Source: an optimization exercise on an open RTL-to-GDS flow (aim: small area and a short achievable clock period). Production flows keep margins and buffers that such runs may drop.
Where RTL was checked, it was by simulation tests only, not by an equivalence proof against the original.
Function not checked in run 7: the RTL went through the layout flow alone.
Power is estimated from default activity; no workload was simulated.

$ cat flow/run.sh
#!/bin/bash
set -euo pipefail
export BUFFER_PORTS_ARGS="-buffer_cell sky130_fd_sc_hd__buf_1"
bash standard.sh SETUP_SLACK_MARGIN=8.5 finish > standard_finish.log 2>&1
$ cat standard.sh
#!/bin/bash
# synth_recipe.tcl (not shown) runs the flow's synth.tcl, then flattens the netlist and writes it again
# the make line also repeats each setting of config.mk as NAME=value (left out here)
make -C /OpenROAD-flow-scripts/flow DESIGN_CONFIG=/design/flow/config.mk WORK_HOME=/design/flow/orfs CLKGATE_MAP_FILE= SYNTH_SCRIPT=/design/flow/synth_recipe.tcl "${@:-finish}"
$ cat constraint.sdc
create_clock -name core_clock -period 12.0 [get_ports {clk}]
set_input_delay 2.4000 -clock core_clock [delete_from_list [all_inputs] [get_ports {clk}]]
set_output_delay 2.4000 -clock core_clock [all_outputs]
set_load 0.01 [all_outputs]
$ cat config.mk
export PLATFORM = sky130hd
export DESIGN_NAME = cvtn_slice
export DESIGN_NICKNAME = cvtn_slice
export VERILOG_FILES = /design/flow/design.v
export SDC_FILE = /design/flow/constraint.sdc
export NUM_CORES = 4
export LEC_CHECK = 0
export ABC_AREA = 1
export CAP_MARGIN = 20
export CORE_MARGIN = 2
export CORE_UTILIZATION = 40
export CTS_BUF_LIST = sky130_fd_sc_hd__clkbuf_16
export CTS_CLUSTER_DIAMETER = 100
export CTS_CLUSTER_SIZE = 30
export PLACE_DENSITY = 0.55
export SETUP_SLACK_MARGIN = 5
export SLEW_MARGIN = 20
$ cat design.v
module cvt_narrow (
    input  wire [2:0]  rm,
    input  wire        neg,
    input  wire        n0,
    input  wire [15:0] f,
    input  wire        sticky,
    input  wire [15:0] g,
    output wire        up
);
    wire low     = (f[14:0] != 15'd0) || sticky;
    wire inexact = f[15] || low;
    wire [15:0] g0 = f & g, p0 = f | g;
    wire [7:0]  g1, p1;
    wire [3:0]  g2, p2;
    wire [1:0]  g3, p3;
    genvar i;
    generate
        for (i = 0; i < 8; i = i + 1) begin : l1
            assign g1[i] = g0[2*i+1] | (p0[2*i+1] & g0[2*i]);
            assign p1[i] = p0[2*i+1] & p0[2*i];
        end
        for (i = 0; i < 4; i = i + 1) begin : l2
            assign g2[i] = g1[2*i+1] | (p1[2*i+1] & g1[2*i]);
            assign p2[i] = p1[2*i+1] & p1[2*i];
        end
        for (i = 0; i < 2; i = i + 1) begin : l3
            assign g3[i] = g2[2*i+1] | (p2[2*i+1] & g2[2*i]);
            assign p3[i] = p2[2*i+1] & p2[2*i];
        end
    endgenerate
    wire sr_up = g3[1] | (p3[1] & g3[0]);
    assign up = rm[2] ? sr_up :
                rm[1] ? (inexact && (rm[0] ^ neg)) :
                        (!rm[0] && f[15] && (low || n0));
endmodule
module cvt_lane (
    input  wire        clk,
    input  wire [31:0] x,
    input  wire [15:0] g,
    input  wire [2:0]  fmt,       
    input  wire        denorm,
    input  wire [2:0]  rm_q,      
    output reg  [15:0] res,
    output reg         ovf,
    output reg         flushed,
    output reg         nan_lost
);
    wire [7:0]  e1 = x[30:23];
    wire        e1_zero = (e1 == 8'h00);
    wire a_e2 = fmt[2];
    wire a_bf = !fmt[2] && (fmt[1:0] == 2'd0);
    wire a_fp = !fmt[2] && (fmt[1:0] == 2'd1);
    wire a_e4 = !fmt[2] && (fmt[1:0] == 2'd2);
    wire a_e5 = !fmt[2] && (fmt[1:0] == 2'd3);
    wire a_keep = denorm || a_e2;                    
    wire lo_fp = (e1 < 8'd113);                      
    wire lo_e4 = (e1 < 8'd121);
    wire lo_e2 = (e1 < 8'd127);
    wire sb_fp = a_keep && a_fp && lo_fp;
    wire sb_e5 = a_keep && a_e5 && lo_fp;
    wire sb_e4 = a_keep && a_e4 && lo_e4;
    wire sb_e2 = a_e2 && lo_e2;
    wire shsub = sb_fp || sb_e5 || sb_e4 || sb_e2;
    wire [4:0] d_fp = 5'd17 - e1[4:0];
    wire [4:0] d_e5 = 5'd25 - e1[4:0];
    wire [4:0] d_e4 = 5'd0  - e1[4:0];
    wire [4:0] d_e2 = 5'd8  - e1[4:0];
    wire [4:0] tsel = ({5{sb_fp}} & d_fp) | ({5{sb_e5}} & d_e5) |
                      ({5{sb_e4}} & d_e4) | ({5{sb_e2}} & d_e2) |
                      ({5{a_bf}} & 5'd3) |
                      ({5{a_e5 && !sb_e5}} & 5'd8) |
                      ({5{a_e4 && !sb_e4}} & 5'd7) |
                      ({5{a_e2 && !sb_e2}} & 5'd9);
    wire       tbig = (sb_fp && (e1 < 8'd82)) || (sb_e5 && (e1 < 8'd90)) ||
                      (sb_e4 && (e1 < 8'd97)) || (sb_e2 && (e1 < 8'd105));
    reg        s;
    reg [7:0]  e;
    reg [23:0] sig;
    reg [4:0]  t;
    reg        tsat, sub;
    reg [15:0] gq;
    reg        f_bf, f_fp, f_e4, f_e5, dn;
    always @(posedge clk) begin
        f_bf     <= a_bf;
        f_fp     <= a_fp;
        f_e4     <= a_e4;
        f_e5     <= a_e5;
        dn       <= denorm;
    end
    wire       f_e2     = !(f_bf || f_fp || f_e4 || f_e5);
    wire       keep_sub = dn || f_e2;
    always @(posedge clk) begin
        s    <= x[31];
        e    <= e1;
        sig  <= {!e1_zero, x[22:0]};
        t    <= tsel;
        tsat <= tbig;
        sub  <= shsub || e1_zero;
        gq   <= g;
    end
    wire [2:0]  rm = rm_q;
    wire [22:0] m  = sig[22:0];
    wire [7:0]  ee = e;
    wire e_zero  = !sig[23];
    wire e_ones  = (e == 8'hFF);
    wire m_zero  = (m == 23'd0);
    wire is_nan  = e_ones && !m_zero;
    wire is_inf  = e_ones && m_zero;
    wire is_zero = e_zero && m_zero;
    wire in_flush = e_zero && !m_zero && !dn;        
    wire [26:0] a0 = {sig, 3'b000};
    wire [26:0] a1 = t[0] ? {1'b0,  a0[26:1]}  : a0;
    wire [26:0] a2 = t[1] ? {2'b0,  a1[26:2]}  : a1;
    wire [26:0] a3 = t[2] ? {4'b0,  a2[26:4]}  : a2;
    wire [26:0] a4 = t[3] ? {8'b0,  a3[26:8]}  : a3;
    wire [26:0] a5 = t[4] ? {16'b0, a4[26:16]} : a4;
    wire sticky = tsat || (t[0] && a0[0]) || (t[1] && (a1[1:0] != 2'd0)) ||
                  (t[2] && (a2[3:0] != 4'd0)) || (t[3] && (a3[7:0] != 8'd0)) ||
                  (t[4] && (a4[15:0] != 16'd0));
    wire [26:0] z = tsat ? 27'd0 : a5;
    wire [10:0] n = z[26:16];
    wire [15:0] f = z[15:0];
    wire up;
    cvt_narrow u_rnd (.rm(rm), .neg(s), .n0(n[0]), .f(f), .sticky(sticky), .g(gq), .up(up));
    wire [7:0] ebf = sub ? 8'd0 :
                     f_bf ? ee :
                     (f_fp || f_e5) ? {3'd0, ~ee[4], ee[3:0]} :
                     f_e4 ? {4'd0, ~ee[3], ee[2:0]} :
                            {6'd0, ~ee[1], ee[0]};
    reg [14:0] body;
    always @* begin
        case (1'b1)
            f_bf:    body = {ebf[7:0], n[6:0]};
            f_fp:    body = {ebf[4:0], n[9:0]};
            f_e4:    body = {8'd0, ebf[3:0], n[2:0]};
            f_e5:    body = {8'd0, ebf[4:0], n[1:0]};
            default: body = {12'd0, ebf[1:0], n[0]};
        endcase
    end
    reg  [14:0] pre;                                 
    integer k;
    always @* begin
        pre[0] = 1'b1;
        for (k = 1; k < 15; k = k + 1)
            pre[k] = pre[k-1] && body[k-1];
    end
    wire [14:0] rbody = body ^ (pre & {15{up}});
    wire ones = f_bf ? pre[7] : f_fp ? pre[10] : f_e4 ? pre[3] : f_e5 ? pre[2] : pre[1];
    wire c = up && ones;
    reg ov_big, ov_edge;
    always @* begin
        case (1'b1)
            f_bf:    begin ov_big = 1'b0;          ov_edge = (ee == 8'd254) && c; end
            f_fp,
            f_e5:    begin ov_big = (ee >= 8'd143); ov_edge = (ee == 8'd142) && c; end
            f_e4:    begin ov_big = (ee >= 8'd136);
                           ov_edge = (ee == 8'd135) && ((n[2:0] == 3'd7) || ((n[2:0] == 3'd6) && up)); end
            default: begin ov_big = (ee >= 8'd130); ov_edge = (ee == 8'd129) && c; end
        endcase
    end
    wire over = !e_zero && (ov_big || ov_edge);
    reg fl_lo, fl_edge;
    always @* begin
        case (1'b1)
            f_fp, f_e5: begin fl_lo = (ee < 8'd112); fl_edge = (ee == 8'd112); end
            f_e4:       begin fl_lo = (ee < 8'd120); fl_edge = (ee == 8'd120); end
            default:    begin fl_lo = 1'b0;          fl_edge = 1'b0; end
        endcase
    end
    wire tiny_zero = keep_sub ? (sub && (n[9:0] == 10'd0) && !up)
                              : (fl_lo || (fl_edge && !c));
    wire fin     = !e_ones;
    wire over_f  = fin && over;
    wire k_zero  = is_zero || in_flush || (fin && tiny_zero);
    wire k_const = e_ones || over_f;
    wire inf_res = rm[2] || (rm[1:0] == 2'd0) || (rm[1] && (rm[0] ^ s));
    wire to_inf  = is_inf || inf_res;
    reg [14:0] cm;
    always @* begin
        case (1'b1)
            f_bf:    cm = is_nan ? 15'h7FC0 : to_inf ? 15'h7F80 : 15'h7F7F;
            f_fp:    cm = is_nan ? 15'h7E00 : to_inf ? 15'h7C00 : 15'h7BFF;
            f_e4:    cm = is_nan ? 15'h007F : 15'h007E;
            f_e5:    cm = is_nan ? 15'h007E : to_inf ? 15'h007C : 15'h007B;
            default: cm = is_nan ? 15'h0000 : 15'h0007;
        endcase
    end
    wire [14:0] mag = k_const ? cm : (rbody & {15{!k_zero}});
    wire s8 = f_e4 || f_e5;
    always @* begin
        res[15]   = s && (f_bf || f_fp);
        res[14:8] = mag[14:8];
        res[7]    = s8 ? s : mag[7];
        res[6:4]  = mag[6:4];
        res[3]    = f_e2 ? (s && !is_nan) : mag[3];
        res[2:0]  = mag[2:0];
        ovf       = is_inf || (over_f && (rm != 3'd1));
        flushed   = in_flush || (fin && !is_zero && tiny_zero);
        nan_lost  = is_nan && f_e2;
    end
endmodule
module cvtn_slice #(
    parameter LANES = 4
) (
    input  wire                 clk,
    input  wire                 rst_n,
    input  wire                 in_valid,
    input  wire [2:0]           in_fmt,
    input  wire [2:0]           in_rm,
    input  wire                 in_denorm,
    input  wire [32*LANES-1:0]  in_x,
    input  wire [16*LANES-1:0]  in_g,
    output reg                  out_valid,
    output reg  [16*LANES-1:0]  out_res,
    output reg  [LANES-1:0]     out_ovf,
    output reg  [LANES-1:0]     out_flushed,
    output reg  [LANES-1:0]     out_nan_lost
);
    reg       v_q;
    reg [2:0] rm_q;
    always @(posedge clk) begin
        if (!rst_n) v_q <= 1'b0;
        else        v_q <= in_valid;
        rm_q     <= in_rm;
    end
    wire [16*LANES-1:0] res;
    wire [LANES-1:0]    ovf, flushed, nan_lost;
    genvar l;
    generate
        for (l = 0; l < LANES; l = l + 1) begin : g_lane
            cvt_lane u_lane (
                .clk(clk),
                .x(in_x[32*l +: 32]), .g(in_g[16*l +: 16]),
                .fmt(in_fmt), .denorm(in_denorm),
                .rm_q(rm_q),
                .res(res[16*l +: 16]), .ovf(ovf[l]), .flushed(flushed[l]),
                .nan_lost(nan_lost[l]));
        end
    endgenerate
    always @(posedge clk) begin
        if (!rst_n) out_valid <= 1'b0;
        else        out_valid <= v_q;
        out_res      <= res;
        out_ovf      <= ovf;
        out_flushed  <= flushed;
        out_nan_lost <= nan_lost;
    end
endmodule
==> results of run 1 <==
==> layer usage <==
| metal | up-vias | track usage, % | wire length [um] |
|---|---|---|---|
| met3 | 188 | 3.95 | 4820 |
| met2 | 858 | 48.7 | 37300 |
| met4 | 0 | 10.1 | 3130 |
| met1 | 10900 | 35.8 | 34900 |
| li1 | 11800 | - | - |
| met5 | - | 0 | 0 |
==> sequential cells by signal (all words and copies together) (netlist names), 3 cells and up <==
signal and flops:
out_flushed 4, g_lane.u_lane.e 32, out_nan_lost 4, g_lane.u_lane.gq 64, g_lane.u_lane.t 20, out_res 64
g_lane.u_lane.sig 96, g_lane.u_lane.tsat 4, g_lane.u_lane.s 4, out_ovf 4, rm_q 3, g_lane.u_lane.sub 4
==> area by class of cell <==
cell class	count	area (um2)	share of cell area, %
multi-input cells	2640	13400	54.8
flip-flops and latches	310	6300	25.8
repair buffers	352	1840	7.54
inverters	321	1360	5.56
well taps	680	851	3.49
clock buffers	19	475	1.95
clock inverters	13	180	0.738
repair inverters	4	32.5	0.133
==> layout by cell type, fill, tap and decap left out, types with 22 or more instances in the layout <==
| cell type | count |
|---|---|
| buf_2 | 23 |
| nand3b_1 | 30 |
| dfxtp_1 | 278 |
| nand2_2 | 30 |
| nand3_1 | 593 |
| a21oi_1 | 73 |
| clkbuf_2 | 22 |
| nor4_1 | 29 |
| o22ai_1 | 36 |
| o21ai_0 | 97 |
| nand4_1 | 60 |
| nand2_1 | 1043 |
| buf_4 | 53 |
| o21ai_1 | 43 |
| nor3_1 | 35 |
| buf_1 | 231 |
| inv_2 | 22 |
| nor2_1 | 239 |
| inv_1 | 267 |
| o211ai_1 | 22 |
| nor2_4 | 25 |
| nor2_2 | 36 |
| xor2_1 | 25 |
==> logic make-up after synthesis <==
group	Yosys count	share of synthesized area, %
compound gates	380	11.0
xor+xnor	35	1.47
flops	310	29.7
simple gates	2202	47.4
buf+inv	449	9.47
fa+ha+maj	16	0.959
==> through the flow <==
step	worst slack (ns)	cells	hold WS [ns]	instance area [um2]
6_report	8.52	4339	0.437	24400
3_3_place_gp	7.50	4229	0.390	22300
3_5_place_dp	7.41	4229	0.404	22300
5_1_grt	8.47	4339	0.475	24400
2_1_floorplan	8.39	3392	0.386	21100
4_1_cts	8.50	4275	0.433	23300
==> power groups by stage <==
stage | registers (mW) | logic [mW] | clock network (mW)
final | 1.19 | 1.10 | 0.740
after CTS | 1.21 | 0.989 | 0.764
after floorplan | 1.17 | 0.752 | 0
after global routing | 1.20 | 1.23 | 0.796
after detailed placement | 1.22 | 0.971 | 0
after global placement | 1.22 | 0.966 | 0
==> worst max path at each step <==
stage / slack [ns] / start / endpoint
2_1_floorplan: 8.39 / in_x[120] / g_lane[3].u_lane.t[4]$_DFF_P_
3_3_place_gp: 7.50 / g_lane[3].u_lane.f_bf$_DFF_P_ / out_res[42]$_DFF_P_
3_5_place_dp: 7.41 / g_lane[3].u_lane.f_bf$_DFF_P_ / out_res[18]$_DFF_P_
4_1_cts: 8.50 / out_res[7]$_DFF_P_ / out_res[7]
5_1_grt: 8.47 / g_lane[3].u_lane.f_bf$_DFF_P_ / out_res[16]$_DFF_P_
6_report: 8.52 / out_res[39]$_DFF_P_ / out_res[39]
==> what timing repair did <==
item                       in CTS  in global routing
resized for setup             109                151
setup endpoints to repair     118                100
hold buffers                    0                  0
pin swaps                       8                 25
gates cloned                    3                  9
buffers inserted               11                 55
==> synth_stat cells (25+ instances only) <==
cell type  count
nand2_1     1058
nor2_1       270
a21oi_1       82
inv_2         28
dfxtp_1      310
nand3b_1      30
nand3_1      603
o22ai_1       38
buf_2         41
o21ai_1       51
clkbuf_1      33
nand4_1       60
inv_1        285
nor4_1        31
o21ai_0      100
nor3_1        41
xor2_1        25
==> worst register-to-register path: stages, from the launching register on <==
cell	delay, ns
dfxtp_4	0.40
buf_12	0.17
nor2_8	0.08
buf_4	0.19
nor2_4	0.14
clkinvlp_4	0.19
buf_4	0.20
a21oi_1	0.13
o21ai_1	0.12
nand2_1	0.11
nand2_1	0.05
nor2_1	0.14
nand3_1	0.14
a21oi_2	0.20
nand3_2	0.12
nand2_1	0.08
nand2_1	0.06
nand2_1	0.07
nand2_1	0.08
nand2_4	0.10
nand2_1	0.11
nor2_4	0.17
buf_4	0.15
nand2_1	0.04
nand2_1	0.07
==> out/results.tsv, run 1 <==
metric	value	unit
antenna_found_initial	1	
min_to	out_valid$_SDFF_PN0_	
grt-ovfl-total	0	
ant_nets	0	
clock_sinks	310	
synth-main-ff-cell	dfxtp_1	
holdPathStages	2	
cts.clk_slew.worst_paths	0.11	ns
min_period_over_period	29.0	%
crit_required	9.60	ns
wire_per_inst	18.5	um
pwr-share-clk	24.4	%
p_comb_share	36.2	%
area_growth	16.9	%
postRouteWirelength	80100	um
crit_slowest_cell	dfxtp_2	
finClkSkew	0.0225	ns
synthesis.area	0.0209	mm2
dr_total_vias	23800	
grt_max_degree	35	
ys_seq_area_share	29.7	%
p_int	1.80	mW
die_area	0.0540	mm2
start_util	40.5	%
period_minus_slack	3.48	ns
grt.total_usage	28.2	%
synth-edff-count	0	
ir_drop	149	uV
total_power	3.03	mW
clockRootBuffer	clkbuf_16	
r2r-end	out_res[61]$_DFF_P_	
clockBufferDepth	3	
rsz0062_at_grt	yes	
path_buf_inv	1	
worst_setup_path_end_kind	output port	
path_cells	buf_2	
p_per_area	124	mW/mm2
crit_path_max_fanout	1	
synthCells	3392	
critPathKind	register to output port	
switching_power	1.23	mW
final_core_util	47.4	%
worstHoldStart	v_q$_SDFF_PN0_	
yosysTopAreaCell	dfxtp_1	
clock_latency	0.57	ns
drc	0	
synthArstFlopShare	0	%
drive_above_1_share	12.2	%
drv_cap	0	
worstPathArrival	1.08	ns
grt_pass1_wl	122000	um
die_x	232	um
cp.depth	1	
synth_seq_cells	310	
status	finished clean	
nNetsFinal	3865	
tritoncts	done	
regToRegSetupSlack	8.61	ns
worst_pin_slew	0.965	ns
pin_count	279	
cts_buffers	18	
fmax	287	MHz
reg2reg_depth	24	
firstDrtPassIters	8	
start_kind	register	
slowest_delay	0.37	ns
syn-num-nets	3610	
hold_path.class	register to register	
synth_cell_types	68	
drv_slew	0	
portBuffers	278	
gp_congestion	0.973	
avgSynthCellArea	6.16	um2
n_antenna_cell	0	
p_sw_share	40.5	%
num_rows	83	
die_h	232	um
fillers	5503	
finalSetupViolCount	0	
r2r-start	g_lane[2].u_lane.f_e4$_DFF_P_	
core	0.0515	mm2
htree_levels	1	
grt_pass1_vias	22700	
power_frac_seq	39.4	%
netlist.area_leader.share	29.7	%
timing.slew.headroom	35.3	%
place_hpwl	60500	um
p_leak	11.4	nW
drt_iter0_markers	2083	
finalHoldViolCount	0	
avgViaCountPerCell	5.49	
crit_family	flip-flops	
synth_area_leaders	dfxtp_1 (30%), nand2_1 (19%), nand3_1 (14%)	
ys_warn_count	2	
fin_setup_tns	0	ns
==> run 2, diff against run 1 <==
--- a/config.mk
+++ b/config.mk
@@ -8,10 +8,11 @@
 export ABC_AREA = 1
 export CAP_MARGIN = 20
 export CORE_MARGIN = 2
-export CORE_UTILIZATION = 40
+export CORE_UTILIZATION = 45
 export CTS_BUF_LIST = sky130_fd_sc_hd__clkbuf_16
 export CTS_CLUSTER_DIAMETER = 100
 export CTS_CLUSTER_SIZE = 30
-export PLACE_DENSITY = 0.55
+export GPL_ROUTABILITY_DRIVEN = 0
+export PLACE_DENSITY = 0.6
 export SETUP_SLACK_MARGIN = 5
 export SLEW_MARGIN = 20
==> run 2 against run 1 <==
First-iteration DRC count grew 28%. Still clean. Clock power shrank about 10%. Final cell count shrank 2.3%. Critical path type is now input port to register. Hold slack lost 0.026 ns. Highest routed layer is now met5. Sequential cell count is the same. Register-to-register slack gained 0.06 ns. Clock-buffer cell count shrank 2. Sequential power is essentially flat. Design area shrank 2.1%.
==> out/results.tsv, run 2 <==
metric	value	unit	change
dr_total_vias	24300		+1.9%
finalHoldViolCount	0		unchanged
synth.most_common_cell	nand2_1		
finalSetupViolCount	0		unchanged
pin_count	279		unchanged
multiInputGateArea	0.0133	mm2	-0.84%
pre_cts_slack	7.34	ns	-0.0711 ns
period_minus_slack	3.53	ns	+0.0524 ns
antenna_found_initial	2		+1
cts_buffers	16		-2
yosysTopAreaCell	dfxtp_1		
firstDrtPassIters	9		+1
portBuffers	278		unchanged
max_flop_register	g_lane.u_lane.sig		
num_rows	78		-6.0%
crit_path_max_fanout	5		+4
clock_latency	0.56	ns	about the same
drt_iter0_markers	2660		+28%
final_cell_mix	nand2_1 (1043), nand3_1 (600), dfxtp_1 (277), inv_1 (269), nor2_1 (239)		
slowest_delay	0.23	ns	-0.14 ns
drc	0		unchanged
holdPathStages	2		unchanged
path_cells	clkbuf_2 > nor2_2 > inv_1 > nor2_2 > inv_2 > nor2_4 > a31oi_4 > inv_1 > nor2_1 > inv_1 > nand2_2 > o31ai_2 > nand2_1		
start_kind	input port		
netlist.area_leader.share	29.7	%	unchanged
syn-num-nets	3610		unchanged
crit_required	12.43	ns	+2.83 ns
hold_path.class	register to register		
synth_area_leaders	dfxtp_1 (30%), nand2_1 (19%), nand3_1 (14%)		
status	finished clean		
r2r-start	g_lane[2].u_lane.f_e5$_DFF_P_		
synthCells	3392		unchanged
crit_slowest_cell	o31ai_2		
total_power	2.92	mW	-3.6%
fin_setup_tns	0	ns	unchanged
synth_common_cells	nand2_1 (1058), nand3_1 (603), dfxtp_1 (310)		
synthesis.area	0.0209	mm2	unchanged
ir_drop	165	uV	+11%
clockBufferDepth	3		unchanged
core	0.0456	mm2	-12%
place_hpwl	58000	um	-4.2%
clockRootBuffer	clkbuf_16		
ys_seq_area_share	29.7	%	unchanged
ant_nets	0		unchanged
fin_ws	8.47	ns	-0.0524 ns
synth-main-ff-cell	dfxtp_1		
clock_sinks	310		unchanged
finClkSkew	0.0261	ns	+0.00360 ns
timing.slew.headroom	50.0	%	+15 points
regToRegSetupSlack	8.67	ns	+0.06 ns
critPathKind	input port to register		
largest_reg_flops	96		unchanged
min_to	out_valid$_SDFF_PN0_		
grt_pass1_wl	118000	um	-2.8%
largestRegisters	g_lane.u_lane.sig x96, g_lane.u_lane.gq x64, out_res x64		
min_period_over_period	29.4	%	+0.44 points
placed_area	0.0222	mm2	-0.50%
synthArstFlopShare	0	%	unchanged
postRouteWirelength	77000	um	-3.9%
worstHoldStart	v_q$_SDFF_PN0_		
synth_seq_cells	310		unchanged
stdcell_area	0.0239	mm2	-2.1%
grt_pass1_vias	22700		-0.026%
nNetsFinal	3845		-0.52%
grt_max_degree	35		unchanged
htree_levels	1		unchanged
seq_area	0.00629	mm2	about the same
die_x	219	um	-5.6%
drv_slew	0		unchanged
p_leak	11.2	nW	-1.4%
worst_pin_slew	0.748	ns	-0.217 ns
cts_hold_buf	0		unchanged
dp.cells	4148		-1.9%
grt.total_usage	30.6	%	+2.4 points
cpMostUsedCell	inv_1		
stdcell_count	4239		-2.3%
r2r-end	out_res[30]$_DFF_P_		
wire_per_inst	18.2	um	-1.6%
worstPathArrival	3.97	ns	+2.89 ns
cts.clk_slew.worst_paths	0.11	ns	about the same
grt-ovfl-total	0		unchanged
worst_setup_path_end_kind	register		
synth_cell_types	68		unchanged
avgSynthCellArea	6.16	um2	unchanged
fillers	4751		-14%
rsz0062_at_grt	yes		
final_core_util	52.4	%	+5.0 points
reg2reg_depth	20		-17%
holdWs	0.411	ns	-0.0260 ns
synth-edff-count	0		unchanged
fmax	283	MHz	-1.5%
tritoncts	done		
final_common_cell	nand2_1		
start_util	45.8	%	+5.3 points
die_h	219	um	-5.6%
avgViaCountPerCell	5.73		+4.3%
ys_warn_count	2		unchanged
drive_above_1_share	11.2	%	-1.1 points
drv_cap	0		unchanged
die_area	0.0481	mm2	-11%
p_per_area	122	mW/mm2	-1.5%
area_growth	14.4	%	
run 2: how the worst max path moves through the flow:
stage	startpoint	endpoint	slack (ns)	cells after the start
after floorplan	in_x[120]	g_lane[3].u_lane.t[4]$_DFF_P_	8.39	9
after global placement	g_lane[3].u_lane.f_bf$_DFF_P_	out_res[19]$_DFF_P_	7.51	22
after detailed placement	g_lane[3].u_lane.f_bf$_DFF_P_	out_res[19]$_DFF_P_	7.34	24
after CTS	g_lane[1].u_lane.t[2]$_DFF_P_	out_res[19]$_DFF_P_	8.48	21
after global routing	in_x[61]	g_lane[1].u_lane.tsat$_DFF_P_	8.36	14
final	in_x[62]	g_lane[1].u_lane.tsat$_DFF_P_	8.47	13
run 2: critical path, delay by kind of cell:
| kind | cells | cell delay (ns) |
|---|---|---|
| buf+inv | 5 | 0.53 |
| compound gates | 2 | 0.33 |
| simple gates | 6 | 0.71 |
run 2: layer usage:
metal  vias to the layer above  global-route usage (%)  share of wire, %
li1                      11800                       -                 -
met1                     11100                    38.8                42
met2                      1098                    50.6                45
met3                       236                    4.64               7.6
met4                         2                    15.2               5.2
met5                         -                       0             0.017
run 2: where the power goes:
| part | leakage (nW) | internal [mW] | switching [mW] | total, mW |
|---|---|---|---|---|
| logic | 8.32 | 0.343 | 0.717 | 1.06 |
| registers | 2.61 | 1.11 | 0.0895 | 1.20 |
| clock network | 0.276 | 0.296 | 0.368 | 0.664 |
| total | 11.2 | 1.75 | 1.18 | 2.92 |
run 2: repair_timing:
item                                    4_1_cts  5_1_grt
endpoints found under the setup margin      123       97
gates cloned                                  2        8
hold endpoints to repair                      0        0
pin swaps                                     4       23
setup buffers                                 4       47
gates resized for setup                      96      143
run 2: final cells by class:
cell class,instances,area share (%)
repair inverters,3,0.0943
repair buffers,335,6.90
diodes,2,0.0210
flip-flops and latches,310,26.4
inverters,321,5.64
well taps,600,3.14
clock inverters,11,0.540
clock buffers,17,1.78
multi-input cells,2640,55.5
run 2: logic make-up after synthesis:
family	Yosys count	share of synthesized area, %
buffers and inverters	449	9.47
XOR/XNOR	35	1.47
AO/OA/AOI/OAI	380	11.0
adder cells (fa/ha/maj)	16	0.959
flip-flops	310	29.7
AND/OR/NAND/NOR	2202	47.4
==> run 3, diff against run 2 <==
--- a/config.mk
+++ b/config.mk
@@ -12,7 +12,6 @@
 export CTS_BUF_LIST = sky130_fd_sc_hd__clkbuf_16
 export CTS_CLUSTER_DIAMETER = 100
 export CTS_CLUSTER_SIZE = 30
-export GPL_ROUTABILITY_DRIVEN = 0
 export PLACE_DENSITY = 0.6
 export SETUP_SLACK_MARGIN = 5
 export SLEW_MARGIN = 20
==> run 3 against run 2 <==
Still clean. Maximum frequency increased by 2.0%. Die area unchanged. First-iteration DRC count decreased by 15%. Final cell count about the same. Power increased by 0.12%.
==> out/results.tsv, run 3 <==
metric	value	unit	change
grt_pass1_wl	119000	um	+0.54%
r2r-start	g_lane[3].u_lane.f_bf$_DFF_P_		
die_h	219	um	unchanged
holdPathStages	2		unchanged
cts_hold_buf	0		unchanged
yosysTopAreaCell	dfxtp_1		
status	finished clean		
p_leak	11.2	nW	-0.40%
ant_nets	0		unchanged
clockRootBuffer	clkbuf_16		
gp_congestion	1.00		
final_common_cell	nand2_1		
ys_seq_area_share	29.7	%	unchanged
max_flop_register	g_lane.u_lane.sig		
wire_per_inst	18.3	um	+0.91%
die_x	219	um	unchanged
largestRegisters	g_lane.u_lane.sig x96, g_lane.u_lane.gq x64, out_res x64		
start_util	45.8	%	unchanged
netlist.area_leader.share	29.7	%	unchanged
crit_family	flip-flops		
pin_count	279		unchanged
critPathKind	register to output port		
synth-edff-count	0		unchanged
grt_max_degree	35		unchanged
clock_latency	0.56	ns	about the same
crit_required	9.60	ns	-2.83 ns
reg2reg_depth	23		+15%
final_cell_mix	nand2_1 (1045), nand3_1 (600), dfxtp_1 (277), inv_1 (267), nor2_1 (239)		
path_buf_inv	1		-4
dp.cells	4148		unchanged
synth.most_common_cell	nand2_1		
worst_setup_path_end_kind	output port		
worstHoldStart	v_q$_SDFF_PN0_		
avgViaCountPerCell	5.65		-1.4%
place_hpwl	58400	um	+0.71%
dr_total_vias	23900		-1.5%
synth_cell_types	68		unchanged
cts.clk_slew.worst_paths	0.11	ns	about the same
postRouteWirelength	77700	um	+0.88%
regToRegSetupSlack	8.67	ns	about the same
drive_above_1_share	11.0	%	-0.17 points
largest_reg_flops	96		unchanged
avgSynthCellArea	6.16	um2	unchanged
finalSetupViolCount	0		unchanged
core	0.0456	mm2	unchanged
crit_path_max_fanout	1		-4
synthArstFlopShare	0	%	unchanged
synthesis.area	0.0209	mm2	unchanged
grt.total_usage	31.0	%	+0.34 points
cts_buffers	16		unchanged
nNetsFinal	3847		+0.052%
firstDrtPassIters	6		-3
n_antenna_cell	0		-2
finalHoldViolCount	0		unchanged
syn-num-nets	3610		unchanged
total_power	2.92	mW	+0.12%
hold_path.class	register to register		
clock_sinks	310		unchanged
tritoncts	done		
synthCells	3392		unchanged
slowest_delay	0.37	ns	+0.14 ns
ys_warn_count	2		unchanged
htree_levels	1		unchanged
finClkSkew	0.0249	ns	-0.00122 ns
grt_pass1_vias	22500		-0.64%
crit_slowest_cell	dfxtp_2		
worst_pin_slew	1.01	ns	+0.257 ns
drt_iter0_markers	2255		-15%
synth_area_leaders	dfxtp_1 (30%), nand2_1 (19%), nand3_1 (14%)		
synth-main-ff-cell	dfxtp_1		
period_minus_slack	3.46	ns	-0.0681 ns
stdcell_count	4238		-0.024%
portBuffers	278		unchanged
fmax	289	MHz	+2.0%
clockBufferDepth	3		unchanged
path_cells	buf_1		
min_period_over_period	28.9	%	-0.57 points
die_area	0.0481	mm2	unchanged
pre_cts_slack	7.19	ns	-0.153 ns
num_rows	78		unchanged
ir_drop	154	uV	-6.8%
grt-ovfl-total	0		unchanged
drc	0		unchanged
timing.slew.headroom	32.6	%	-17 points
start_kind	register		
antenna_found_initial	0		-2
synth_common_cells	nand2_1 (1058), nand3_1 (603), dfxtp_1 (310)		
fin_setup_tns	0	ns	unchanged
min_to	out_valid$_SDFF_PN0_		
r2r-end	out_res[33]$_DFF_P_		
drv_cap	0		unchanged
p_per_area	123	mW/mm2	+0.19%
fin_ws	8.54	ns	+0.0681 ns
cp.depth	1		-12
synth_seq_cells	310		unchanged
worstPathArrival	1.06	ns	-2.91 ns
rsz0062_at_grt	yes		
area_growth	14.3	%	about the same
drv_slew	0		unchanged
## run 3: report_power, final
group	switching, mW	total, mW	internal, mW
Combinational	0.722	1.07	0.345
Sequential	0.0842	1.19	1.11
Clock	0.371	0.667	0.296
Total	1.18	2.92	1.75
## run 3: cell type report
cell class	instances	area, um2
fill	4723	21700
multi-input combinational	2638	13200
sequential	310	6290
timing repair buffer	339	1680
inverter	321	1350
tap	600	751
clock buffer	17	425
clock inverter	10	130
timing repair inverter	3	20.0
## run 3: worst max-delay path by stage
| stage | from | end | slack [ns] |
|---|---|---|---|
| after floorplan | in_x[120] | g_lane[3].u_lane.t[4]$_DFF_P_ | 8.39 |
| after global placement | g_lane[3].u_lane.f_bf$_DFF_P_ | out_res[16]$_DFF_P_ | 7.10 |
| after detailed placement | g_lane[3].u_lane.f_bf$_DFF_P_ | out_res[19]$_DFF_P_ | 7.19 |
| after CTS | g_lane[3].u_lane.f_bf$_DFF_P_ | out_res[16]$_DFF_P_ | 8.45 |
| after global routing | g_lane[2].u_lane.t[0]$_DFF_P_ | out_res[39]$_DFF_P_ | 8.47 |
| final | out_res[49]$_DFF_P_ | out_res[49] | 8.54 |
## run 3: metrics by stage
step / utilization (%) / instance area, um2 / hold slack, ns
floorplan: - / 21100 / 0.386
global placement: 48.7 / 22200 / 0.397
detailed placement: 48.7 / 22200 / 0.395
CTS: 50.5 / 23000 / 0.415
global route: 52.4 / 23900 / 0.478
finish: 52.4 / 23900 / 0.418
## run 3: kinds of logic after synthesis
| family | Yosys count | synth area share, % |
|---|---|---|
| flip-flops | 310 | 29.7 |
| AND/OR/NAND/NOR | 2202 | 47.4 |
| buffers and inverters | 449 | 9.47 |
| AO/OA/AOI/OAI | 380 | 11.0 |
| XOR/XNOR | 35 | 1.47 |
| adder cells (fa/ha/maj) | 16 | 0.959 |
## run 3: timing repair
action,4_1_cts,5_1_grt
setup buffers,6,48
cloned,3,6
resized for setup,97,127
pin swaps,5,22
endpoints found under the setup margin,120,98
## run 3: routing by layer
layer	wire (um)	up-vias	track usage, %
li1	-	11800	-
met1	33200	11000	39.6
met2	35700	950	52.5
met3	5600	191	4.70
met4	3190	0	11.5
met5	0	-	0
==> run 4, diff against run 3 <==
==> flow/run.sh (replaced) <==
#!/bin/bash
set -euo pipefail
export BUFFER_PORTS_ARGS="-buffer_cell sky130_fd_sc_hd__buf_1"
bash standard.sh SETUP_SLACK_MARGIN=8.35 finish > standard_finish.log 2>&1
==> run 4 against run 3 <==
Still clean on timing, DRC and antenna. Sequential power barely moved. Global-route usage decreased by 0.69 points. Wire length shrank 2.6%. Area after synthesis stayed put. Sequential share of layout area up 0.42 points. Final cell count is 0.19% lower. Largest power group unchanged.
==> out/results.tsv, run 4 <==
metric	value	unit	change
status	finished clean		
dr_total_vias	23600		-1.4%
cts_buffers	15		-1
path_buf_inv	3		+2
reg2reg_depth	22		-4.3%
tritoncts	done		
timing.slew.headroom	22.6	%	-10 points
drive_above_1_share	8.18	%	-2.8 points
clockRootBuffer	clkbuf_16		
worst_pin_slew	1.15	ns	+0.149 ns
ant_nets	0		unchanged
netlist.area_leader.share	29.7	%	unchanged
start_kind	input port		
rsz0062_at_grt	yes		
ys_seq_area_share	29.7	%	unchanged
startpoint	in_fmt[2]		
crit_family	simple AND/OR/NAND/NOR gates		
synth_cell_types	68		unchanged
grt-ovfl-total	0		unchanged
crit_path_max_fanout	9		+8
critPathKind	input port to register		
core	0.0456	mm2	unchanged
cts.clk_slew.worst_paths	0.12	ns	about the same
clockBufferDepth	3		unchanged
path_cells	buf_1 > buf_4 > nor3_1 > nand2_2 > nor2_1 > inv_1 > o21ai_0 > a21oi_1 > o211ai_1		
max_flop_register	g_lane.u_lane.sig		
place_hpwl	58200	um	-0.26%
total_power	2.85	mW	-2.5%
synthesis.area	0.0209	mm2	unchanged
postRouteWirelength	75700	um	-2.6%
stdcell_count	4230		-0.19%
finClkSkew	0.0415	ns	+0.0166 ns
wire_per_inst	17.9	um	-2.4%
yosysTopAreaCell	dfxtp_1		
pre_cts_slack	7.08	ns	-0.105 ns
drc	0		unchanged
largestRegisters	g_lane.u_lane.sig x96, g_lane.u_lane.gq x64, out_res x64		
synth-main-ff-cell	dfxtp_1		
num_rows	78		unchanged
r2r-start	g_lane[2].u_lane.f_fp$_DFF_P_		
die_area	0.0481	mm2	unchanged
die_h	219	um	unchanged
hold_path.class	register to register		
holdPathStages	2		unchanged
p_leak	10.9	nW	-2.0%
avgViaCountPerCell	5.58		-1.2%
slowest_delay	0.36	ns	about the same
synth.most_common_cell	nand2_1		
clock_latency	0.57	ns	about the same
avgSynthCellArea	6.16	um2	unchanged
holdWs	0.428	ns	+0.0101 ns
antenna_found_initial	1		+1
synth_seq_cells	310		unchanged
synth_top_family_by_area	simple AND/OR/NAND/NOR gates		
cp-endpoint	g_lane[0].u_lane.t[3]$_DFF_P_		
regToRegSetupSlack	8.52	ns	-0.15 ns
worstPathArrival	4.04	ns	+2.98 ns
area_growth	12.0	%	
synth_compound_gate_area_share	11.0	%	unchanged
drv_cap	0		unchanged
clock_sinks	310		unchanged
pin_count	279		unchanged
grt_max_degree	35		unchanged
synth_area_leaders	dfxtp_1 (30%), nand2_1 (19%), nand3_1 (14%)		
stdcell_area	0.0234	mm2	-2.0%
nNetsFinal	3841		-0.16%
final_cell_mix	nand2_1 (1051), nand3_1 (598), dfxtp_1 (292), inv_1 (282), buf_1 (273)		
synthCells	3392		unchanged
drt_iter0_markers	1979		-12%
drv_slew	0		unchanged
largest_reg_flops	96		unchanged
syn-num-nets	3610		unchanged
finalSetupViolCount	0		unchanged
worst_setup_path_end_kind	register		
grt_pass1_wl	116000	um	-2.3%
firstDrtPassIters	6		unchanged
synthArstFlopShare	0	%	unchanged
placed_area	0.0220	mm2	-0.91%
cts_hold_buf	0		unchanged
grt.total_usage	30.3	%	-0.69 points
synth-edff-count	0		unchanged
crit_required	12.47	ns	+2.87 ns
die_x	219	um	unchanged
synthAdderAreaFrac	0.959	%	unchanged
synth_xor_xnor_area_share	1.47	%	unchanged
fin_ws	8.43	ns	-0.110 ns
portBuffers	278		unchanged
grt_pass1_vias	22000		-2.4%
synthMuxAreaShare	0	%	unchanged
r2r-end	out_res[51]$_DFF_P_		
cp.depth	9		+8
start_util	45.8	%	unchanged
synth-simple-area-share	47.4	%	unchanged
synth_common_cells	nand2_1 (1058), nand3_1 (603), dfxtp_1 (310)		
crit_slowest_cell	nor3_1		
finalHoldViolCount	0		unchanged
period_minus_slack	3.57	ns	+0.110 ns
gp_congestion	0.972		-3.3%
fmax	280	MHz	-3.1%
p_per_area	122	mW/mm2	-0.49%
n_antenna_cell	0		unchanged
min_period_over_period	29.8	%	+0.92 points
final_core_util	51.3	%	-1.0 points
ys_warn_count	2		unchanged
fillers	4811		+1.9%
fin_setup_tns	0	ns	unchanged
ir_drop	187	uV	+22%
dp.cells	4149		+0.024%
htree_levels	1		unchanged
final_common_cell	nand2_1		
[run 4: cell count changes in the layout (fill, tap and decap cells not counted), sizes merged]
cell      before  now
inv          317  318
clkinvlp       7    6
clkinv         9    7
buf          315  326
nor2         303  304
clkbuf        41   23
[run 4: worst min-delay path by stage]
stage | slack [ns] | startpoint | endpoint
3_5_place_dp | 0.42 | v_q$_SDFF_PN0_ | out_valid$_SDFF_PN0_
6_report | 0.43 | v_q$_SDFF_PN0_ | out_valid$_SDFF_PN0_
5_1_grt | 0.47 | v_q$_SDFF_PN0_ | out_valid$_SDFF_PN0_
3_3_place_gp | 0.40 | v_q$_SDFF_PN0_ | out_valid$_SDFF_PN0_
2_1_floorplan | 0.39 | v_q$_SDFF_PN0_ | out_valid$_SDFF_PN0_
4_1_cts | 0.43 | v_q$_SDFF_PN0_ | out_valid$_SDFF_PN0_
[run 4: cell type report]
type	count	area [um2]	area share, %
Inverter	321	1310	5.58
Timing Repair Buffer	334	1540	6.59
Timing Repair inverter	2	15.0	0.0642
Clock inverter	9	98.8	0.423
Tap cell	600	751	3.21
Sequential cell	310	6270	26.8
Clock buffer	15	375	1.60
Multi-Input combinational cell	2639	13000	55.7
[run 4: tightest hold or removal path, cell delays in order (launching register included)]
cell and delay [ns]:
dfxtp_1 0.32, nand2_1 0.05, inv_1 0.03
[run 4: cells by family (layout without fill, tap and decap cells)]
kind of cell | Yosys count | after routing
simple gates | 2202 | 2208
flops | 310 | 310
fa+ha+maj | 16 | 16
compound gates | 380 | 380
xor+xnor | 35 | 35
buf+inv | 449 | 681
[run 4: repair_timing]
action / in CTS / in global routing
setup buffers: 6 / 43
endpoints found under the setup margin: 96 / 85
cloned: 3 / 5
resized for setup: 54 / 93
pin swaps: 5 / 17
[run 4: where the power goes]
part / switching (mW) / internal [mW] / total, mW
Sequential: 0.0895 / 1.11 / 1.19
Clock: 0.358 / 0.262 / 0.621
Combinational: 0.705 / 0.333 / 1.04
[run 4: routing by layer]
layer | up-vias | global-route usage, % | wire [um]
li1 | 11800 | - | -
met1 | 10800 | 39.8 | 33200
met2 | 880 | 50.3 | 34400
met3 | 164 | 4.19 | 5060
met4 | 0 | 11.3 | 3040
met5 | - | 0 | 0
==> run 5, diff against run 4 <==
==> flow/run.sh (replaced) <==
#!/bin/bash
set -euo pipefail
export BUFFER_PORTS_ARGS="-buffer_cell sky130_fd_sc_hd__buf_1"
bash standard.sh SETUP_SLACK_MARGIN=8.6 finish > standard_finish.log 2>&1
==> run 5 against run 4 <==
Critical endpoint is now out_res[34]. Wire length rose by 4.0%. Power increased by 5.7%. First-iteration DRC count rose by 11%.
==> out/results.tsv, run 5 <==
metric	value	unit	change
avgSynthCellArea	6.16	um2	unchanged
ys_warn_count	2		unchanged
clock_latency	0.56	ns	about the same
drv_cap	0		unchanged
synthCells	3392		unchanged
p_comb_share	38.8	%	+2.4 points
final_cell_mix	nand2_1 (1030), nand3_1 (589), inv_1 (249), dfxtp_1 (238), nor2_1 (228)		
grt_max_degree	35		unchanged
portBuffers	278		unchanged
die_area	0.0481	mm2	unchanged
pwr-share-clk	21.4	%	-0.4 points
drt_iter0_markers	2190		+11%
firstDrtPassIters	5		-1
grt.total_usage	31.0	%	+0.74 points
core	0.0456	mm2	unchanged
total_power	3.02	mW	+5.7%
cts.clk_slew.worst_paths	0.12	ns	about the same
ir_drop	165	uV	-12%
fin_ws	8.54	ns	+0.111 ns
nNetsFinal	3902		+1.6%
place_hpwl	58900	um	+1.2%
pre_cts_slack	7.37	ns	+0.290 ns
finClkSkew	0.0231	ns	-0.0185 ns
slowest_delay	0.38	ns	+0.02 ns
crit_required	9.60	ns	-2.87 ns
tritoncts	done		
p_per_area	119	mW/mm2	-2.3%
start_kind	register		
crit_slowest_cell	dfxtp_4		
critPathKind	register to output port		
path_buf_inv	1		-2
largestRegisters	g_lane.u_lane.sig x96, g_lane.u_lane.gq x64, out_res x64		
finalHoldViolCount	0		unchanged
dr_total_vias	24200		+2.4%
synth-edff-count	0		unchanged
clockRootBuffer	clkbuf_16		
postRouteWirelength	78800	um	+4.0%
synth_area_leaders	dfxtp_1 (30%), nand2_1 (19%), nand3_1 (14%)		
crit_family	flip-flops		
max_flop_register	g_lane.u_lane.sig		
cts_buffers	16		+1
synthesis.area	0.0209	mm2	unchanged
startpoint	out_res[34]$_DFF_P_		
finalSetupViolCount	0		unchanged
clockBufferDepth	3		unchanged
min_period_over_period	28.9	%	-0.93 points
synth-main-ff-cell	dfxtp_1		
num_rows	78		unchanged
power_frac_seq	39.8	%	-2.1 points
drv_slew	0		unchanged
synth_common_cells	nand2_1 (1058), nand3_1 (603), dfxtp_1 (310)		
final_core_util	55.6	%	+4.3 points
htree_levels	1		unchanged
timing.slew.headroom	29.4	%	+6.8 points
rsz0062_at_grt	yes		
pin_count	279		unchanged
grt_pass1_vias	22500		+2.1%
grt_pass1_wl	119000	um	+2.3%
largest_reg_flops	96		unchanged
antenna_found_initial	0		-1
worst_pin_slew	1.05	ns	-0.101 ns
fmax	289	MHz	+3.2%
area_growth	21.3	%	
worst_setup_path_end_kind	output port		
path_cells	buf_6		
ant_nets	0		unchanged
crit_path_max_fanout	1		-8
final_common_cell	nand2_1		
n_antenna_cell	0		unchanged
start_util	45.8	%	unchanged
die_h	219	um	unchanged
synth.most_common_cell	nand2_1		
period_minus_slack	3.46	ns	-0.111 ns
gp_congestion	0.977		+0.54%
synthArstFlopShare	0	%	unchanged
synth_cell_types	68		unchanged
ys_seq_area_share	29.7	%	unchanged
synth_seq_cells	310		unchanged
worstPathArrival	1.06	ns	-2.98 ns
status	finished clean		
netlist.area_leader.share	29.7	%	unchanged
avgViaCountPerCell	5.63		+0.90%
hold_path.class	register to register		
yosysTopAreaCell	dfxtp_1		
drive_above_1_share	17.0	%	+8.9 points
wire_per_inst	18.3	um	+2.5%
fin_setup_tns	0	ns	unchanged
p_int	1.80	mW	+5.7%
p_leak	11.8	nW	+8.0%
switching_power	1.22	mW	+5.8%
worstHoldStart	v_q$_SDFF_PN0_		
syn-num-nets	3610		unchanged
p_sw_share	40.4	%	about the same
r2r-start	g_lane[3].u_lane.f_bf$_DFF_P_		
clock_sinks	310		unchanged
die_x	219	um	unchanged
drc	0		unchanged
grt-ovfl-total	0		unchanged
## run 5: cell count changes in the layout (fill, tap and decap cells not counted), moves of 33 or more
cell	delta
dfxtp_1	-54
inv_1	-33
buf_4	+46
dfxtp_2	+47
buf_6	+57
buf_1	-91
## run 5: worst reg2reg max path, stage by stage, from the launching register on
cell and delay (ns):
dfxtp_4 0.41, buf_12 0.17, nor2_4 0.18, buf_6 0.15
nand2_8 0.09, a21oi_4 0.20, buf_4 0.14, a32oi_1 0.07
o31ai_2 0.11, nand2_1 0.15, nor2_4 0.16, nand3_2 0.11
a21oi_2 0.23, nand3_1 0.13, o21ai_1 0.13, inv_1 0.05
nand2_1 0.08, nand2_2 0.09, nand2_4 0.16, buf_4 0.14
buf_4 0.11, nand2_1 0.06, nand2_1 0.12
## run 5: area by class of cell
cell class,instances,area (um2)
fillers,4678,20200
multi-input cells,2641,13700
flip-flops and latches,310,6350
repair buffers,390,2530
inverters,321,1430
well taps,600,751
clock buffers,17,425
clock inverters,9,98.8
repair inverters,4,27.5
## run 5: path summary, 6_finish.rpt
check | slack, ns | cells after the start | endpoint
hold reg to reg | 0.43 | 2 | out_valid$_SDFF_PN0_
hold / removal | 0.43 | 2 | out_valid$_SDFF_PN0_
setup / recovery | 8.54 | 1 | out_res[34]
setup reg to reg | 8.71 | 22 | out_res[38]$_DFF_P_
## run 5: routing by layer
layer / wire length, um / up-vias / global-route usage [%]
li1: - / 11900 / -
met1: 34000 / 11100 / 40.4
met3: 4940 / 179 / 3.05
met5: 0 / - / 0
met4: 2930 / 0 / 10.5
met2: 36900 / 950 / 53.3
## run 5: repair_timing
action                     4_1_cts  5_1_grt
hold buffers                     0        0
pin swaps                        9       52
setup buffers                   16       87
hold endpoints to repair         0        0
setup endpoints to repair      173      157
gates cloned                     7        8
gates resized for setup        253      220
## run 5: power groups by stage
stage	logic [mW]	clock network (mW)	registers, mW
6_report	1.17	0.646	1.20
3_5_place_dp	0.972	0	1.22
3_3_place_gp	0.965	0	1.22
5_1_grt	1.30	0.697	1.21
2_1_floorplan	0.757	0	1.17
4_1_cts	1.02	0.663	1.21
## run 5: per-stage QoR
stage	hold slack [ns]	area, um2	std cells
after floorplan	0.386	21300	3392
after global placement	0.393	22400	4148
after detailed placement	0.417	22400	4148
after CTS	0.433	23700	4197
after global routing	0.457	25300	4292
final	0.427	25300	4292
## run 5: logic make-up after synthesis
group                      synth area share [%]
and+or+nand+nor                            47.4
buffers and inverters                      9.47
AOI/OAI and AO/OA                          11.0
DFF                                        29.7
xor gates and xnor gates                   1.47
adders and majority gates                 0.959
==> run 6, diff against run 5 <==
==> flow/run.sh (replaced) <==
#!/bin/bash
set -euo pipefail
export BUFFER_PORTS_ARGS="-buffer_cell sky130_fd_sc_hd__buf_1"
bash standard.sh SETUP_SLACK_MARGIN=8.45 finish > standard_finish.log 2>&1
==> run 6 against run 5 <==
Critical path type unchanged. Non-clock buffer count shrank 55. Synthesized cell count is the same. Area after synthesis is the same. Sequential power is essentially flat. Die area is the same. Final cell count shrank 1.4%. First-iteration DRC count shrank 8.5%. Sequential cell count is the same. Clock power grew 7.4%. Critical path depth is the same.
==> out/results.tsv, run 6 <==
metric	value	unit	change
place_hpwl	58000	um	-1.5%
reg2reg_depth	23		+4.5%
path_buf_inv	1		unchanged
synth_common_cells	nand2_1 (1058), nand3_1 (603), dfxtp_1 (310)		
pin_count	279		unchanged
area_growth	13.9	%	
synthCells	3392		unchanged
netlist.area_leader.share	29.7	%	unchanged
dp.cells	4149		+0.024%
wire_per_inst	18.1	um	-1.2%
path_cells	buf_1		
crit_path_max_fanout	1		unchanged
die_h	219	um	unchanged
synthesis.area	0.0209	mm2	unchanged
hold_path.class	register to register		
synth_area_leaders	dfxtp_1 (30%), nand2_1 (19%), nand3_1 (14%)		
portBuffers	278		unchanged
ys_warn_count	2		unchanged
worstPathArrival	1.14	ns	+0.08 ns
rsz0062_at_grt	yes		
die_area	0.0481	mm2	unchanged
drv_cap	0		unchanged
n_antenna_cell	0		unchanged
ir_drop	159	uV	-3.8%
r2r-start	g_lane[2].u_lane.f_e4$_DFF_P_		
stdcell_count	4234		-1.4%
clockBufferDepth	3		unchanged
syn-num-nets	3610		unchanged
pre_cts_slack	7.26	ns	-0.111 ns
largestRegisters	g_lane.u_lane.sig x96, g_lane.u_lane.gq x64, out_res x64		
clock_latency	0.56	ns	about the same
synth_seq_cells	310		unchanged
firstDrtPassIters	6		+1
drv_slew	0		unchanged
finalHoldViolCount	0		unchanged
grt-ovfl-total	0		unchanged
fin_setup_tns	0	ns	unchanged
grt_max_degree	35		unchanged
core	0.0456	mm2	unchanged
grt.total_usage	30.2	%	-0.78 points
finalSetupViolCount	0		unchanged
final_common_cell	nand2_1		
crit_family	flip-flops		
drc	0		unchanged
drt_iter0_markers	2004		-8.5%
startpoint	out_res[35]$_DFF_P_		
final_cell_mix	nand2_1 (1050), nand3_1 (598), dfxtp_1 (286), inv_1 (269), buf_1 (260)		
crit_slowest_cell	dfxtp_1		
die_x	219	um	unchanged
grt_pass1_wl	116000	um	-2.1%
tritoncts	done		
grt_pass1_vias	22100		-1.9%
holdWs	0.414	ns	-0.0125 ns
critPathKind	register to output port		
htree_levels	1		unchanged
clockRootBuffer	clkbuf_16		
cts_buffers	16		unchanged
status	finished clean		
worst_pin_slew	1.14	ns	+0.0835 ns
largest_reg_flops	96		unchanged
synth-edff-count	0		unchanged
avgViaCountPerCell	5.66		+0.59%
fin_ws	8.46	ns	-0.0725 ns
slowest_delay	0.42	ns	+0.04 ns
cp.depth	1		unchanged
worst_setup_path_end_kind	output port		
start_util	45.8	%	unchanged
synth_cell_types	68		unchanged
yosysTopAreaCell	dfxtp_1		
clock_sinks	310		unchanged
holdPathStages	2		unchanged
fmax	283	MHz	-2.1%
gp_congestion	0.990		+1.3%
drive_above_1_share	9.66	%	-7.4 points
cts.clk_slew.worst_paths	0.11	ns	about the same
max_flop_register	g_lane.u_lane.sig		
dr_total_vias	24000		-0.77%
finClkSkew	0.0210	ns	-0.00206 ns
avgSynthCellArea	6.16	um2	unchanged
start_kind	register		
worstHoldStart	v_q$_SDFF_PN0_		
synthArstFlopShare	0	%	unchanged
min_period_over_period	29.5	%	+0.60 points
p_leak	11.1	nW	-6.4%
timing.slew.headroom	23.8	%	-5.6 points
period_minus_slack	3.54	ns	+0.0725 ns
postRouteWirelength	76800	um	-2.5%
synth.most_common_cell	nand2_1		
regToRegSetupSlack	8.58	ns	-0.13 ns
synth-main-ff-cell	dfxtp_1		
num_rows	78		unchanged
nNetsFinal	3845		-1.5%
p_per_area	124	mW/mm2	+4.0%
antenna_found_initial	1		+1
ant_nets	0		unchanged
crit_required	9.60	ns	about the same
ys_seq_area_share	29.7	%	unchanged
==> run 6: cell types whose count changed in the layout (fill, tap and decap cells not counted), moves of 20 or more <==
cell,change
buf_1,+78
buf_2,-31
buf_4,-51
buf_6,-54
dfxtp_1,+48
dfxtp_2,-42
inv_1,+20
nand2_1,+20
nor2_1,+20
==> run 6: stage by stage <==
stage,utilization (%),power [mW],cell area (um2)
global placement,48.6,2.18,22200
detailed placement,48.6,2.18,22200
CTS,50.3,2.88,22900
floorplan,-,1.92,21100
global route,52.2,3.13,23800
finish,52.2,2.95,23800
==> run 6: cell families (layout without fill, tap and decap cells) <==
group	Yosys count	count (layout)	synth area share, %
AOI/OAI and AO/OA	380	380	11.0
xor gates and xnor gates	35	35	1.47
adders and majority gates	16	16	0.959
buffers and inverters	449	684	9.47
DFF	310	310	29.7
and+or+nand+nor	2202	2209	47.4
==> run 6: routing by layer <==
metal	GRT usage (%)	wire [um]	part of all wire, %	vias to the layer above
li1	-	-	-	11800
met1	40.0	33200	43	11000
met2	50.1	35100	46	1010
met3	3.85	5390	7.0	175
met4	11.2	3070	4.0	2
met5	0	13	0.017	-
==> run 6: worst paths after layout <==
path                                to
setup / recovery           out_res[35]
hold / removal    out_valid$_SDFF_PN0_
setup reg to reg   out_res[58]$_DFF_P_
hold reg to reg   out_valid$_SDFF_PN0_
==> run 6: layout make-up <==
class | instances | area [um2]
fill | 4767 | 21800
timing repair buffer | 335 | 1610
timing repair inverter | 3 | 21.3
sequential | 310 | 6280
clock buffer | 17 | 425
tap | 600 | 751
multi-input combinational | 2640 | 13200
inverter | 321 | 1340
clock inverter | 8 | 150
==> run 6: what timing repair did <==
action / 4_1_cts / 5_1_grt
hold buffers: 0 / 0
buffers inserted: 4 / 45
pin swaps: 3 / 19
cloned: 2 / 9
gates resized for setup: 52 / 127
endpoints found under the setup margin: 98 / 88
==> run 6: power breakdown <==
group	internal, mW	total (mW)	switching, mW	leakage (nW)
sequential	1.11	1.19	0.0857	2.61
combinational	0.343	1.06	0.718	8.18
clock	0.317	0.694	0.377	0.279
total	1.77	2.95	1.18	11.1
==> run 7, diff against run 6 <==
--- a/design.v
+++ b/design.v
@@ -77,7 +77,7 @@
     reg [7:0]  e;
     reg [23:0] sig;
     reg [4:0]  t;
-    reg        tsat, sub;
+    reg        sub;
     reg [15:0] gq;
     reg        f_bf, f_fp, f_e4, f_e5, dn;
     always @(posedge clk) begin
@@ -93,8 +93,7 @@
         s    <= x[31];
         e    <= e1;
         sig  <= {!e1_zero, x[22:0]};
-        t    <= tsel;
-        tsat <= tbig;
+        t    <= tsel | {5{tbig}};                     
         sub  <= shsub || e1_zero;
         gq   <= g;
     end
@@ -114,10 +113,10 @@
     wire [26:0] a3 = t[2] ? {4'b0,  a2[26:4]}  : a2;
     wire [26:0] a4 = t[3] ? {8'b0,  a3[26:8]}  : a3;
     wire [26:0] a5 = t[4] ? {16'b0, a4[26:16]} : a4;
-    wire sticky = tsat || (t[0] && a0[0]) || (t[1] && (a1[1:0] != 2'd0)) ||
+    wire sticky = (t[0] && a0[0]) || (t[1] && (a1[1:0] != 2'd0)) ||
                   (t[2] && (a2[3:0] != 4'd0)) || (t[3] && (a3[7:0] != 8'd0)) ||
                   (t[4] && (a4[15:0] != 16'd0));
-    wire [26:0] z = tsat ? 27'd0 : a5;
+    wire [26:0] z = a5;
     wire [10:0] n = z[26:16];
     wire [15:0] f = z[15:0];
     wire up;
==> flow/run.sh (replaced) <==
#!/bin/bash
set -euo pipefail
export BUFFER_PORTS_ARGS="-buffer_cell sky130_fd_sc_hd__buf_1"
bash standard.sh SETUP_SLACK_MARGIN=8.5 finish > standard_finish.log 2>&1
--- a/config.mk
+++ b/config.mk
@@ -9,9 +9,6 @@
 export CAP_MARGIN = 20
 export CORE_MARGIN = 2
 export CORE_UTILIZATION = 45
-export CTS_BUF_LIST = sky130_fd_sc_hd__clkbuf_16
-export CTS_CLUSTER_DIAMETER = 100
-export CTS_CLUSTER_SIZE = 30
 export PLACE_DENSITY = 0.6
 export SETUP_SLACK_MARGIN = 5
 export SLEW_MARGIN = 20
==> run 7 against run 6 <==
Still clean on timing, DRC and antenna. Wire length increased by 4.3%. Clock power increased by 64%. Setup slack got worse by 0.050 ns. Clock-buffer cell count increased by 28. Combinational power increased by 18%. Synthesized cell count increased by 2.5%. Sequential cell count decreased by 4. Via count increased by 3.3%. Hold slack improved by 0.025 ns. Critical path depth increased by 14. Clock skew decreased by 0.0012 ns. Core utilization increased by 3.6 points. Largest cell class unchanged.
==> out/results.tsv, run 7 <==
metric	value	unit	change
synthArstFlopShare	0	%	unchanged
synth_seq_cells	306		-1.3%
yosysTopAreaCell	dfxtp_1		
rsz0062_at_grt	yes		
synthesis.area	0.0210	mm2	+0.56%
grt.total_usage	31.3	%	+1.0 points
power_frac_seq	33.1	%	-7.3 points
finClkSkew	0.0198	ns	-0.00125 ns
dr_total_vias	24800		+3.3%
holdPathStages	2		unchanged
htree_levels	2		+1
synth-edff-count	0		unchanged
portBuffers	278		unchanged
path_cells	buf_12 > inv_12 > ha_4 > nand2_2 > nor2_1 > inv_1 > nand2_2 > o21ai_4 > nor2_4 > inv_2 > o32ai_2 > a21oi_2 > nand2_2 > a21oi_4 > o2111ai_2		
grt_pass1_wl	120000	um	+3.0%
r2r-start	g_lane[2].u_lane.f_e4$_DFF_P_		
antenna_found_initial	3		+2
crit_slowest_cell	o21ai_4		
p_sw_share	38.1	%	-2.0 points
fillers	4752		-0.31%
postRouteWirelength	80100	um	+4.3%
r2r-end	out_res[23]$_DFF_P_		
wire_per_inst	18.0	um	-0.53%
drt_iter0_markers	2295		+15%
p_comb_share	34.9	%	-1.1 points
start_kind	input port		
critPathKind	input port to register		
avgViaCountPerCell	5.58		-1.5%
crit_required	12.41	ns	+2.81 ns
timing.slew.headroom	42.6	%	+19 points
clockRootBuffer	clkbuf_16		
largestRegisters	g_lane.u_lane.sig x96, g_lane.u_lane.gq x64, out_res x64		
start_util	45.4	%	-0.43 points
worst_pin_slew	0.860	ns	-0.276 ns
num_rows	79		+1.3%
pin_count	279		unchanged
area_growth	22.8	%	
synth_common_cells	nand2_1 (1180), nand3_1 (538), dfxtp_1 (306)		
p_per_area	139	mW/mm2	+12%
final_core_util	55.7	%	+3.6 points
crit_path_max_fanout	5		+4
synth_area_leaders	dfxtp_1 (29%), nand2_1 (21%), nand3_1 (13%)		
reg2reg_depth	24		+4.3%
regToRegSetupSlack	8.69	ns	+0.11 ns
drive_above_1_share	15.2	%	+5.6 points
clockBufferDepth	3		unchanged
stdcell_area	0.0258	mm2	+8.4%
p_leak	12.1	nW	+9.3%
gp_congestion	0.978		-1.2%
switching_power	1.36	mW	+15%
fmax	279	MHz	-1.4%
die_h	220	um	+0.27%
finalSetupViolCount	0		unchanged
tritoncts	done		
die_area	0.0484	mm2	+0.55%
hold_path.class	register to register		
dp.cells	4242		+2.2%
placed_area	0.0223	mm2	+0.58%
drv_cap	0		unchanged
syn-num-nets	3696		+2.4%
clock_latency	0.56	ns	about the same
status	finished clean		
synth_cell_types	71		+4.4%
synth-main-ff-cell	dfxtp_1		
p_int	2.21	mW	+25%
drc	0		unchanged
ys_seq_area_share	29.2	%	-0.55 points
avgSynthCellArea	6.04	um2	-1.9%
die_x	220	um	+0.27%
max_flop_register	g_lane.u_lane.sig		
netlist.area_leader.share	29.2	%	-0.55 points
finalHoldViolCount	0		unchanged
grt_max_degree	38		+8.6%
worstPathArrival	4.00	ns	+2.86 ns
pwr-share-clk	32.0	%	+8.4 points
final_common_cell	nand2_1		
cpMostUsedCell	nand2_2		
synth.most_common_cell	nand2_1		
core	0.0463	mm2	+1.5%
grt-ovfl-total	0		unchanged
stdcell_count	4441		+4.9%
min_period_over_period	29.9	%	+0.42 points
ys_warn_count	2		unchanged
period_minus_slack	3.59	ns	+0.0502 ns
fin_setup_tns	0	ns	unchanged
synthCells	3478		+2.5%
largest_reg_flops	96		unchanged
worst_setup_path_end_kind	register		
ant_nets	0		unchanged
nNetsFinal	4026		+4.7%
clock_sinks	306		-1.3%
place_hpwl	58200	um	+0.32%
drv_slew	0		unchanged
ir_drop	128	uV	-19%
firstDrtPassIters	8		+2
cts.clk_slew.worst_paths	0.06	ns	-0.05 ns
slowest_delay	0.27	ns	-0.15 ns
final_cell_mix	nand2_1 (1148), nand3_1 (525), dfxtp_1 (280), nor2_1 (271), inv_1 (243)		
grt_pass1_vias	22900		+3.9%
startpoint	in_x[56]		
cp-endpoint	g_lane[1].u_lane.t[0]$_DFF_P_		
cts_buffers	36		+20
run 7: cell count changes after synthesis, sizes merged, moves of 5 or more:
cell,previous run,this run
a21oi,89,78
a22oi,11,0
buf,95,100
nand2,1085,1208
nand3,615,543
nand3b,30,17
nand4,62,75
nor2,301,332
nor3,45,50
o21ai,157,170
or2,10,18
xor2,25,19
run 7: per-stage QoR:
step           worst slack, ns  hold WS (ns)  total power, mW
6_report                  8.41         0.439             3.58
5_1_grt                   8.33         0.453             3.79
4_1_cts                   8.49         0.441             3.47
3_5_place_dp              7.19         0.432             2.29
2_1_floorplan             8.10         0.386             2.01
3_3_place_gp              7.27         0.390             2.28
run 7: critical path, delay by kind of cell:
kind	cells	cell delay (ns)
AO/OA/AOI/OAI	5	0.83
adder cells (fa/ha/maj)	1	0.14
buffers and inverters	4	0.28
AND/OR/NAND/NOR	5	0.33
run 7: worst min-delay path by stage:
stage               slack, ns              endpoint      startpoint
floorplan                0.39  out_valid$_SDFF_PN0_  v_q$_SDFF_PN0_
finish                   0.44  out_valid$_SDFF_PN0_  v_q$_SDFF_PN0_
global placement         0.39  out_valid$_SDFF_PN0_  v_q$_SDFF_PN0_
global route             0.45  out_valid$_SDFF_PN0_  v_q$_SDFF_PN0_
detailed placement       0.43  out_valid$_SDFF_PN0_  v_q$_SDFF_PN0_
CTS                      0.44  out_valid$_SDFF_PN0_  v_q$_SDFF_PN0_
run 7: kinds of logic (layout without fill, tap and decap cells):
family                     Yosys count  count (layout)  share of synthesized area, %
and+or+nand+nor                   2291            2297                          48.1
AOI/OAI and AO/OA                  380             380                          11.0
DFF                                306             306                          29.2
buffers and inverters              457             804                          9.62
other                                0               3                             0
adders and majority gates           16              16                         0.953
muxes                                1               1                        0.0477
xor gates and xnor gates            27              27                          1.13
run 7: timing repair:
| item | CTS | global route |
|---|---|---|
| resized for setup | 150 | 224 |
| pin swaps | 35 | 60 |
| cloned | 5 | 12 |
| setup buffers | 34 | 84 |
| hold buffers | 0 | 0 |
| setup endpoints to repair | 101 | 89 |
run 7: area by class of cell:
class	count	area, um2	area share [%]
antenna	3	7.51	0.0291
clock buffer	45	1010	3.90
clock inverter	16	224	0.869
inverter	324	1390	5.39
multi-input combinational	2721	13700	53.3
sequential	306	6200	24.0
tap	607	759	2.95
timing repair buffer	410	2380	9.24
timing repair inverter	9	67.6	0.262
run 7: power groups by stage:
| stage | clock, mW | combinational [mW] | sequential, mW |
|---|---|---|---|
| 6_report | 1.14 | 1.25 | 1.18 |
| 5_1_grt | 1.21 | 1.40 | 1.19 |
| 4_1_cts | 1.17 | 1.10 | 1.20 |
| 3_5_place_dp | 0 | 1.07 | 1.22 |
| 3_3_place_gp | 0 | 1.06 | 1.22 |
| 2_1_floorplan | 0 | 0.852 | 1.16 |
run 7: metal layers:
layer	up-vias	global-route usage, %	wire length, um
met1	11300	38.9	33300
met2	1043	52.9	36400
met4	4	14.3	3920
met3	213	5.07	6460
li1	12200	-	-
met5	-	0	24

port drivers added, routing unchanged:
Ports are ideal in the flow. The routed layouts listed here were re-timed in OpenROAD.
Step 1 assumes that a clkbuf_16 drives the clock port and a buf_2 every other input.
Step 2 times the ports against the registers' clock, not the clock port: input delays grow and output delays shrink by t, the midpoint of the rising clock arrivals with the driver on.
Slacks: no drivers / after step 1 / after step 2; pairs: no drivers / after step 1.
| run | shift t [ns] | setup slack, ns | worst setup path at the end | clock arrival spread, ns | slew at the worst register clock pin (ns) |
|---|---|---|---|---|---|
| run 1 | 0.623 | 8.520 / 8.460 / 8.015 | input to register | 0.027 / 0.027 | 0.11 / 0.11 |
| run 2 | 0.607 | 8.468 / 8.455 / 7.864 | input to register | 0.028 / 0.028 | 0.11 / 0.11 |
| run 3 | 0.605 | 8.536 / 8.475 / 7.977 | input to register | 0.025 / 0.025 | 0.11 / 0.11 |
| run 4 | 0.604 | 8.426 / 8.382 / 7.861 | input to register | 0.042 / 0.042 | 0.12 / 0.12 |
| run 5 | 0.609 | 8.537 / 8.476 / 8.043 | input to register | 0.028 / 0.027 | 0.12 / 0.12 |
| run 6 | 0.605 | 8.465 / 8.408 / 7.928 | input to register | 0.024 / 0.024 | 0.11 / 0.11 |
| run 7 | 0.611 | 8.414 / 8.384 / 7.773 | input to register | 0.021 / 0.021 | 0.06 / 0.06 |
After both steps every run listed still meets setup and hold. The setup slack of run 7, which loses most, moves by -0.030 ns with the drivers and by -0.641 ns with both steps.
